This is an optimization exercise on Yosys and OpenROAD, whose aim is small area and a short achievable clock period, not a production implementation.
The RTL was checked by simulation tests, not by an equivalence proof against the original design.
Power is estimated from default activity; no workload was simulated.

==> zinc <==
==> flow/design.v <==
module map_gauntlet (
    input  wire         clk,
    input  wire         rst,             
    input  wire         cmt_valid,
    input  wire [2:0]   cmt_index,
    input  wire [255:0] cmt_entry,
    output reg          cmt_ack,
    output reg  [2:0]   cmt_cause,       
    input  wire         req_valid,
    input  wire [63:0]  req_addr,
    input  wire [4:0]   req_part,
    input  wire [2:0]   req_type,        
    input  wire         req_mgmt,        
    input  wire         req_restrict,    
    output reg          rsp_valid,
    output reg  [1:0]   rsp_status,      
    output reg  [2:0]   rsp_cause,
    output reg  [2:0]   rsp_index,
    output reg  [2:0]   rsp_index2,
    output reg  [2:0]   rsp_kind,
    output reg  [12:0]  rsp_target,
    output reg  [1:0]   rsp_fwd,
    output reg  [14:0]  rsp_attr,
    output reg  [63:0]  rsp_addr
);
    localparam NENT = 8;
    localparam ST_HIT     = 2'd0;
    localparam ST_MISS    = 2'd1;
    localparam ST_OVERLAP = 2'd2;
    localparam ST_DENY    = 2'd3;
    localparam K_PORT   = 3'd0;
    localparam K_MCAST  = 3'd1;
    localparam K_ENGINE = 3'd2;
    localparam K_LOCAL  = 3'd3;
    localparam K_DROP   = 3'd4;
    integer i, j;
    function automatic gt6(input [5:0] x, input [5:0] c);
        integer k, m;
        reg r, e;
        begin
            r = 1'b0;
            for (k = 0; k < 6; k = k + 1) begin
                if (!c[k]) begin
                    e = x[k];
                    for (m = k + 1; m < 6; m = m + 1)
                        e = e & (x[m] == c[m]);
                    r = r | e;
                end
            end
            gt6 = r;
        end
    endfunction
    function automatic gt20(input [19:0] a, input [19:0] b);
        reg [31:0] g, e;
        integer w, k;
        begin
            g = 32'd0;
            e = {32{1'b1}};
            g[19:0] = a & ~b;
            e[19:0] = ~(a ^ b);
            for (w = 1; w < 32; w = w * 2)
                for (k = 0; k < 32; k = k + 2 * w) begin
                    g[k] = g[k + w] | (e[k + w] & g[k]);
                    e[k] = e[k + w] & e[k];
                end
            gt20 = g[0];
        end
    endfunction
    function automatic [51:0] add52(input [51:0] a, input [51:0] b);
        reg [63:0] g, p;
        reg [51:0] p0;
        integer w, k, t;
        begin
            g = 64'd0;
            p = 64'd0;
            g[51:0] = a & b;
            p[51:0] = a ^ b;
            p0 = a ^ b;
            for (w = 1; w < 64; w = w * 2)
                for (k = 0; k < 64; k = k + 1)
                    if (k & w) begin
                        t = (k & ~(w - 1)) - 1;    
                        g[k] = g[k] | (p[k] & g[t]);
                        p[k] = p[k] & p[t];
                    end
            add52 = p0 ^ {g[50:0], 1'b0};
        end
    endfunction
    wire        e_valid  = cmt_entry[0];
    wire [2:0]  e_kind   = cmt_entry[3:1];
    wire [5:0]  e_size   = cmt_entry[9:4];
    wire [1:0]  e_fwd    = cmt_entry[11:10];
    wire [51:0] e_base   = cmt_entry[63:12];
    wire [63:0] e_xlate  = cmt_entry[127:64];
    wire [12:0] e_target = cmt_entry[236:224];
    reg [39:0] e_pmask;
    always @(*)
        for (j = 0; j < 40; j = j + 1)
            e_pmask[j] = gt6(e_size, j + 12);
    wire f1 = !gt6(e_size, 6'd11) || gt6(e_size, 6'd52);
    wire f2 = (e_base[39:0] & e_pmask) != 40'd0;
    wire f3 = (e_kind > K_DROP) || (e_fwd == 2'b11);
    wire f4 = (e_kind == K_PORT && (e_target[6] || e_target[12:11] != 2'b00))
           || (e_kind == K_LOCAL && e_target[12:3] != 10'd0);
    wire f5 = e_xlate[11:0] != 12'd0;
    wire f6 = (e_kind == K_ENGINE) && (e_size != 6'd16);
    wire [19:0] e_lo_a  = e_base[19:0] | e_pmask[19:0];
    wire        e_carry = gt20(e_xlate[31:12], ~e_lo_a);
    wire        f7 = (e_kind == K_LOCAL)
                  && ((e_base[51:20] != 32'd0) || (e_xlate[63:32] != 32'd0)
                      || gt6(e_size, 6'd32) || e_carry);
    reg [2:0] early;
    always @(*) begin
        early = 3'd0;
        if (e_valid) begin
            if (f1)      early = 3'd1;
            else if (f3) early = 3'd3;
            else if (f4) early = 3'd4;
            else if (f5) early = 3'd5;
            else if (f6) early = 3'd6;
        end
    end
    reg         k_early_ok;     
    reg [2:0]   k_early;
    reg         k_f2;           
    reg         k_f7;           
    reg [2:0]   c_idx;
    reg [239:0] c_data;    
    always @(posedge clk) begin
        cmt_ack    <= cmt_valid && !rst;
        k_early_ok <= cmt_valid && !rst && early == 3'd0;
        k_early    <= early;
        k_f2       <= e_valid && !f1 && f2;
        k_f7       <= e_valid && early == 3'd0 && f7;
        c_idx      <= cmt_index;
        c_data     <= {cmt_entry[255:241], cmt_entry[236:128], cmt_entry[127:64+12],
                       cmt_entry[63:10], e_size - 6'd12, cmt_entry[3:0]};
    end
    always @(*)
        cmt_cause = k_f2 ? 3'd2 : (k_early | {3{k_f7}});
    wire c_we = k_early_ok && !k_f2 && !k_f7;
    reg         t_valid   [0:NENT-1];
    reg [2:0]   t_kind    [0:NENT-1];
    reg [5:0]   t_size    [0:NENT-1];    
    reg [1:0]   t_fwd     [0:NENT-1];
    reg [51:0]  t_base    [0:NENT-1];    
    reg [51:0]  t_xlate   [0:NENT-1];    
    reg [31:0]  t_visible [0:NENT-1];
    reg [31:0]  t_rd      [0:NENT-1];
    reg [31:0]  t_wr      [0:NENT-1];
    reg [12:0]  t_target  [0:NENT-1];
    reg [14:0]  t_attr    [0:NENT-1];    
    always @(posedge clk) begin
        for (i = 0; i < NENT; i = i + 1) begin
            if (rst)
                t_valid[i] <= 1'b0;
            else if (c_we && c_idx == i)
                t_valid[i] <= c_data[0];
        end
    end
    always @(posedge clk) begin
        for (i = 0; i < NENT; i = i + 1) begin
            if (c_we && c_idx == i) begin
                t_kind[i]    <= c_data[3:1];
                t_size[i]    <= c_data[9:4];
                t_fwd[i]     <= c_data[11:10];
                t_base[i]    <= c_data[63:12];
                t_xlate[i]   <= c_data[115:64];
                t_visible[i] <= c_data[147:116];
                t_rd[i]      <= c_data[179:148];
                t_wr[i]      <= c_data[211:180];
                t_target[i]  <= c_data[224:212];
                t_attr[i]    <= c_data[239:225];
            end
        end
    end
    reg         q_v;
    reg [63:0]  q_addr;
    reg [31:0]  q_part_oh;    
    reg [2:0]   q_type;
    reg         q_mgmt;
    reg         q_restrict;
    always @(posedge clk) begin
        q_v        <= req_valid && !rst;
        q_addr     <= req_addr;
        q_part_oh  <= 32'd1 << req_part;
        q_type     <= req_type;
        q_mgmt     <= req_mgmt;
        q_restrict <= req_restrict;
    end
    reg [NENT-1:0] hit;
    reg [NENT-1:0] e_rd, e_wr;
    reg [51:0]     mask;
    always @(*) begin
        for (i = 0; i < NENT; i = i + 1) begin
            for (j = 0; j < 52; j = j + 1)
                mask[j] = (j < 40) ? !gt6(t_size[i], j) : 1'b1;
            hit[i] = t_valid[i]
                   && ((q_addr[63:12] & mask) == t_base[i])
                   && (q_mgmt || (t_visible[i] & q_part_oh) != 32'd0);
            e_rd[i] = (t_rd[i] & q_part_oh) != 32'd0;
            e_wr[i] = (t_wr[i] & q_part_oh) != 32'd0;
        end
    end
    reg [2:0]  s_kind;
    reg [12:0] s_target;
    reg [1:0]  s_fwd;
    reg [14:0] s_attr;
    reg [51:0] s_xlate;
    reg        s_rd, s_wr;
    always @(*) begin
        s_kind = 3'd0; s_target = 13'd0; s_fwd = 2'd0; s_attr = 15'd0; s_xlate = 52'd0;
        s_rd = 1'b0; s_wr = 1'b0;
        for (i = 0; i < NENT; i = i + 1) begin
            s_kind   = s_kind   | ({3{hit[i]}}  & t_kind[i]);
            s_target = s_target | ({13{hit[i]}} & t_target[i]);
            s_fwd    = s_fwd    | ({2{hit[i]}}  & t_fwd[i]);
            s_attr   = s_attr   | ({15{hit[i]}} & t_attr[i]);
            s_xlate  = s_xlate  | ({52{hit[i]}} & t_xlate[i]);
            s_rd     = s_rd     | (hit[i] & e_rd[i]);
            s_wr     = s_wr     | (hit[i] & e_wr[i]);
        end
    end
    reg         p_v;
    reg [NENT-1:0] p_hit;
    reg [2:0]   p_kind;
    reg [12:0]  p_target;
    reg [1:0]   p_fwd;
    reg [14:0]  p_attr;
    reg [51:0]  p_xlate;
    reg         p_rd, p_wr;
    reg [63:0]  p_addr;
    reg [2:0]   p_type;
    reg         p_mgmt;
    reg         p_restrict;
    always @(posedge clk) begin
        p_v        <= q_v && !rst;
        p_hit      <= hit;
        p_kind     <= s_kind;
        p_target   <= s_target;
        p_fwd      <= s_fwd;
        p_attr     <= s_attr;
        p_xlate    <= s_xlate;
        p_rd       <= s_rd;
        p_wr       <= s_wr;
        p_addr     <= q_addr;
        p_type     <= q_type;
        p_mgmt     <= q_mgmt;
        p_restrict <= q_restrict;
    end
    reg [2:0] idx0, idx1;
    reg       p_none, p_multi;
    reg       seen;
    always @(*) begin
        idx0 = 3'd0;
        idx1 = 3'd0;
        for (i = NENT - 1; i >= 0; i = i - 1) begin
            if (p_hit[i]) begin
                idx1 = idx0;
                idx0 = i[2:0];
            end
        end
        p_none  = (p_hit == {NENT{1'b0}});
        p_multi = 1'b0;
        seen    = 1'b0;
        for (i = 0; i < NENT; i = i + 1) begin
            p_multi = p_multi | (seen & p_hit[i]);
            seen    = seen | p_hit[i];
        end
    end
    reg       deny;
    reg [2:0] deny_cause;
    always @(*) begin
        deny = 1'b0;
        deny_cause = 3'd0;
        if (!p_mgmt) begin
            case (p_type)
                3'd0, 3'd1: if (!p_wr) begin deny = 1'b1; deny_cause = 3'd1; end
                3'd2:       if (!p_rd) begin deny = 1'b1; deny_cause = 3'd0; end
                3'd3:       if (!p_rd && !p_wr) begin deny = 1'b1; deny_cause = 3'd2; end
                3'd4: begin
                    if (!p_rd && !p_wr) begin deny = 1'b1; deny_cause = 3'd2; end
                    else if (!p_rd)     begin deny = 1'b1; deny_cause = 3'd0; end
                    else if (!p_wr)     begin deny = 1'b1; deny_cause = 3'd1; end
                end
                default: ;
            endcase
        end
    end
    wire        one      = !p_none && !p_multi;
    wire [2:0]  eff_kind = (p_restrict && (p_kind == K_MCAST || p_kind == K_ENGINE)) ? K_DROP : p_kind;
    wire [51:0] xl_page  = add52(p_addr[63:12], p_xlate);
    wire [63:0] xl_addr  = (eff_kind == K_ENGINE) ? {48'd0, p_addr[15:0]}
                                                  : {xl_page, p_addr[11:0]};
    always @(posedge clk) begin
        rsp_valid  <= p_v && !rst;
        rsp_status <= p_none ? ST_MISS : p_multi ? ST_OVERLAP : deny ? ST_DENY : ST_HIT;
        rsp_cause  <= (one && deny) ? deny_cause : 3'd0;
        rsp_index  <= idx0;
        rsp_index2 <= p_multi ? idx1 : 3'd0;
        rsp_kind   <= one ? eff_kind : 3'd0;
        rsp_target <= one ? p_target : 13'd0;
        rsp_fwd    <= one ? p_fwd    : 2'd0;
        rsp_attr   <= one ? p_attr   : 15'd0;
        rsp_addr   <= (one && !deny) ? xl_addr : p_addr;
    end
endmodule
==> flow/flow/run.sh <==
#!/bin/bash
# The standard layout, with timing repair aimed further below the clock
# period and resizing not limited to cells of the same footprint.
set -euo pipefail
bash standard.sh SETUP_SLACK_MARGIN=7 MATCH_CELL_FOOTPRINT=0 finish > standard_flow.log 2>&1
==> flow/standard.sh <==
#!/bin/bash
# synth_recipe.tcl (not shown) runs the flow's synth.tcl, then flattens the netlist and writes it again
# the make line also repeats each setting of config.mk as NAME=value (left out here)
make -C /OpenROAD-flow-scripts/flow DESIGN_CONFIG=/design/flow/config.mk WORK_HOME=/design/flow/orfs CLKGATE_MAP_FILE= SYNTH_SCRIPT=/design/flow/synth_recipe.tcl "${@:-finish}"
==> flow/config.mk <==
export PLATFORM = sky130hd
export DESIGN_NAME = map_gauntlet
export DESIGN_NICKNAME = map_gauntlet
export VERILOG_FILES = /design/flow/design.v
export SDC_FILE = /design/flow/constraint.sdc
export NUM_CORES = 4
export LEC_CHECK = 0
export CAP_MARGIN = 20
export CORE_MARGIN = 2
export CORE_UTILIZATION = 65
export SETUP_SLACK_MARGIN = 5
export SLEW_MARGIN = 20
==> flow/constraint.sdc <==
create_clock -name core_clock -period 10.0 [get_ports {clk}]
set_input_delay 2.0000 -clock core_clock [delete_from_list [all_inputs] [get_ports {clk}]]
set_output_delay 2.0000 -clock core_clock [all_outputs]
set_load 0.01 [all_outputs]
==> cedar (differences from zinc) <==
--- a/flow/design.v
+++ b/flow/design.v
@@ -109,36 +109,31 @@
     wire        f7 = (e_kind == K_LOCAL)
                   && ((e_base[51:20] != 32'd0) || (e_xlate[63:32] != 32'd0)
                       || gt6(e_size, 6'd32) || e_carry);
-    reg [2:0] early;
+    wire chk_ok = !e_valid || !(f1 | f2 | f3 | f4 | f5 | f6 | f7);
+    reg [2:0] chk_cause;
     always @(*) begin
-        early = 3'd0;
+        chk_cause = 3'd0;
         if (e_valid) begin
-            if (f1)      early = 3'd1;
-            else if (f3) early = 3'd3;
-            else if (f4) early = 3'd4;
-            else if (f5) early = 3'd5;
-            else if (f6) early = 3'd6;
+            if (f1)      chk_cause = 3'd1;
+            else if (f2) chk_cause = 3'd2;
+            else if (f3) chk_cause = 3'd3;
+            else if (f4) chk_cause = 3'd4;
+            else if (f5) chk_cause = 3'd5;
+            else if (f6) chk_cause = 3'd6;
+            else if (f7) chk_cause = 3'd7;
         end
     end
-    reg         k_early_ok;     
-    reg [2:0]   k_early;
-    reg         k_f2;           
-    reg         k_f7;           
+    reg         c_we;
     reg [2:0]   c_idx;
     reg [239:0] c_data;    
     always @(posedge clk) begin
-        cmt_ack    <= cmt_valid && !rst;
-        k_early_ok <= cmt_valid && !rst && early == 3'd0;
-        k_early    <= early;
-        k_f2       <= e_valid && !f1 && f2;
-        k_f7       <= e_valid && early == 3'd0 && f7;
-        c_idx      <= cmt_index;
-        c_data     <= {cmt_entry[255:241], cmt_entry[236:128], cmt_entry[127:64+12],
-                       cmt_entry[63:10], e_size - 6'd12, cmt_entry[3:0]};
+        cmt_ack   <= cmt_valid && !rst;
+        cmt_cause <= chk_cause;
+        c_we      <= cmt_valid && !rst && chk_ok;
+        c_idx     <= cmt_index;
+        c_data    <= {cmt_entry[255:241], cmt_entry[236:128], cmt_entry[127:64+12],
+                      cmt_entry[63:10], e_size - 6'd12, cmt_entry[3:0]};
     end
-    always @(*)
-        cmt_cause = k_f2 ? 3'd2 : (k_early | {3{k_f7}});
-    wire c_we = k_early_ok && !k_f2 && !k_f7;
     reg         t_valid   [0:NENT-1];
     reg [2:0]   t_kind    [0:NENT-1];
     reg [5:0]   t_size    [0:NENT-1];    
==> flow/run.sh (new file) <==
#!/bin/bash
# synth_recipe.tcl (not shown) runs the flow's synth.tcl, then flattens the netlist and writes it again
# the make line also repeats each setting of config.mk as NAME=value (left out here)
make -C /OpenROAD-flow-scripts/flow DESIGN_CONFIG=/design/flow/config.mk WORK_HOME=/design/flow/orfs CLKGATE_MAP_FILE= SYNTH_SCRIPT=/design/flow/synth_recipe.tcl finish
removed: flow/flow/run.sh
removed: flow/standard.sh
==> delta (differences from zinc) <==
--- a/flow/design.v
+++ b/flow/design.v
@@ -120,25 +120,26 @@
             else if (f6) early = 3'd6;
         end
     end
-    reg         k_early_ok;     
-    reg [2:0]   k_early;
+    wire f2_first = e_valid && !f1 && f2;                    
+    wire f7_first = e_valid && early == 3'd0 && !f2 && f7;   
+    reg [NENT-1:0] k_early_ok;   
+    reg [2:0]   k_cause;        
     reg         k_f2;           
     reg         k_f7;           
-    reg [2:0]   c_idx;
     reg [239:0] c_data;    
     always @(posedge clk) begin
         cmt_ack    <= cmt_valid && !rst;
-        k_early_ok <= cmt_valid && !rst && early == 3'd0;
-        k_early    <= early;
-        k_f2       <= e_valid && !f1 && f2;
-        k_f7       <= e_valid && early == 3'd0 && f7;
-        c_idx      <= cmt_index;
+        for (i = 0; i < NENT; i = i + 1)
+            k_early_ok[i] <= cmt_valid && !rst && early == 3'd0 && cmt_index == i;
+        k_cause    <= f2_first ? 3'd2 : early;
+        k_f2       <= f2_first;
+        k_f7       <= f7_first;
         c_data     <= {cmt_entry[255:241], cmt_entry[236:128], cmt_entry[127:64+12],
                        cmt_entry[63:10], e_size - 6'd12, cmt_entry[3:0]};
     end
     always @(*)
-        cmt_cause = k_f2 ? 3'd2 : (k_early | {3{k_f7}});
-    wire c_we = k_early_ok && !k_f2 && !k_f7;
+        cmt_cause = k_cause | {3{k_f7}};
+    wire [NENT-1:0] c_we = k_early_ok & {NENT{!k_f2 && !k_f7}};
     reg         t_valid   [0:NENT-1];
     reg [2:0]   t_kind    [0:NENT-1];
     reg [5:0]   t_size    [0:NENT-1];    
@@ -154,13 +155,13 @@
         for (i = 0; i < NENT; i = i + 1) begin
             if (rst)
                 t_valid[i] <= 1'b0;
-            else if (c_we && c_idx == i)
+            else if (c_we[i])
                 t_valid[i] <= c_data[0];
         end
     end
     always @(posedge clk) begin
         for (i = 0; i < NENT; i = i + 1) begin
-            if (c_we && c_idx == i) begin
+            if (c_we[i]) begin
                 t_kind[i]    <= c_data[3:1];
                 t_size[i]    <= c_data[9:4];
                 t_fwd[i]     <= c_data[11:10];
==> flow/flow/run.sh (replaced) <==
#!/bin/bash
# The standard layout with these changes: timing repair aimed further below
# the clock period, resizing not limited to cells of the same footprint,
# buf_2 as the port buffers, and larger clock-tree sink clusters.
set -euo pipefail
bash standard.sh \
  SETUP_SLACK_MARGIN=6.6 \
  MATCH_CELL_FOOTPRINT=0 \
  "BUFFER_PORTS_ARGS=-buffer_cell sky130_fd_sc_hd__buf_2" \
  CTS_CLUSTER_SIZE=20 \
  CTS_CLUSTER_DIAMETER=100 \
  finish > standard_flow.log 2>&1
==> qor summary <==
metric	delta	cedar	zinc
Worst setup slack after layout	6.39 ns	4.93 ns	6.23 ns
Clock network power share	33.4%	42.5%	42.3%
Met3 Usage GRT	13.1%	11.1%	13.0%
Status	timing/DRC/antenna clean	timing/DRC/antenna clean	timing/DRC/antenna clean
Synthesized-area fraction occupied by ao, oa, aoi and oai cells	9.89%	11.0%	11.1%
Critical path depth in cells	11	9	2
Number of vias after detailed routing	59.7k	57.8k	63.8k
Flop2flop setup slack	6.42 ns	4.93 ns	6.50 ns
Share of cells above drive strength 1	18.4%	8.89%	22.4%
DP Cell Count	8028	7944	7993
Non-CTS inverters	56	67	68
Post-synth net total	6301	6242	6264
Worst-path maximum fanout	19	51	4
Number of clock-tree buffers in the layout	255	321	332
Detailed placer's ending HPWL	171000 um	170000 um	173000 um
Met1 demand-to-capacity share in global routing	54.5%	52.9%	58.6%
Endpoint with the worst hold slack	p_type[2]	p_addr[4]	p_addr[3]
Number of buffers added for setup after CTS	188	1	266
Share of final layout cell area taken by non-clock buffers	6.24%	4.93%	9.43%
Clock tree sinks	2549	2543	2545
Pin count of the biggest net entering global routing	148	137	115
Clock group total power	6.24 mW	9.24 mW	9.21 mW

[separate check: timing with driven ports]
No port has a modelled driver above. Below, the same layouts with a new extraction and two added sets of constraints.
Step 1 sets driving cells, clkbuf_16 on the clock port and buf_2 on the other inputs (assumed; they add their load-dependent delay and slew).
Step 2 adds t to the input delays and takes it off the output delays; t is the mean of the earliest and latest rising clock arrival at the registers after step 1. Input paths then give back, and output paths get back, about the clock's delay inside the block.
Slacks: ideal / step 1 / step 2; pairs: ideal / step 1.
| run | t, ns | setup slack, ns | hold slack, ns | worst setup path after step 2 | worst data-port slew with drivers (ns) |
|---|---|---|---|---|---|
| zinc | 0.927 | 6.234 / 6.148 / 5.668 | 0.325 / 0.325 / 0.325 | input to register | 0.18 |
| cedar | 0.930 | 4.932 / 4.932 / 4.136 | 0.328 / 0.328 / 0.328 | input to register | 0.21 |
| delta | 0.881 | 6.395 / 6.319 / 5.438 | 0.322 / 0.322 / 0.322 | input to register | 0.18 |
After both steps setup and hold are still met in every run listed. For delta, which loses most, drivers alone change the setup slack by -0.076 ns; drivers and shift together by -0.957 ns.
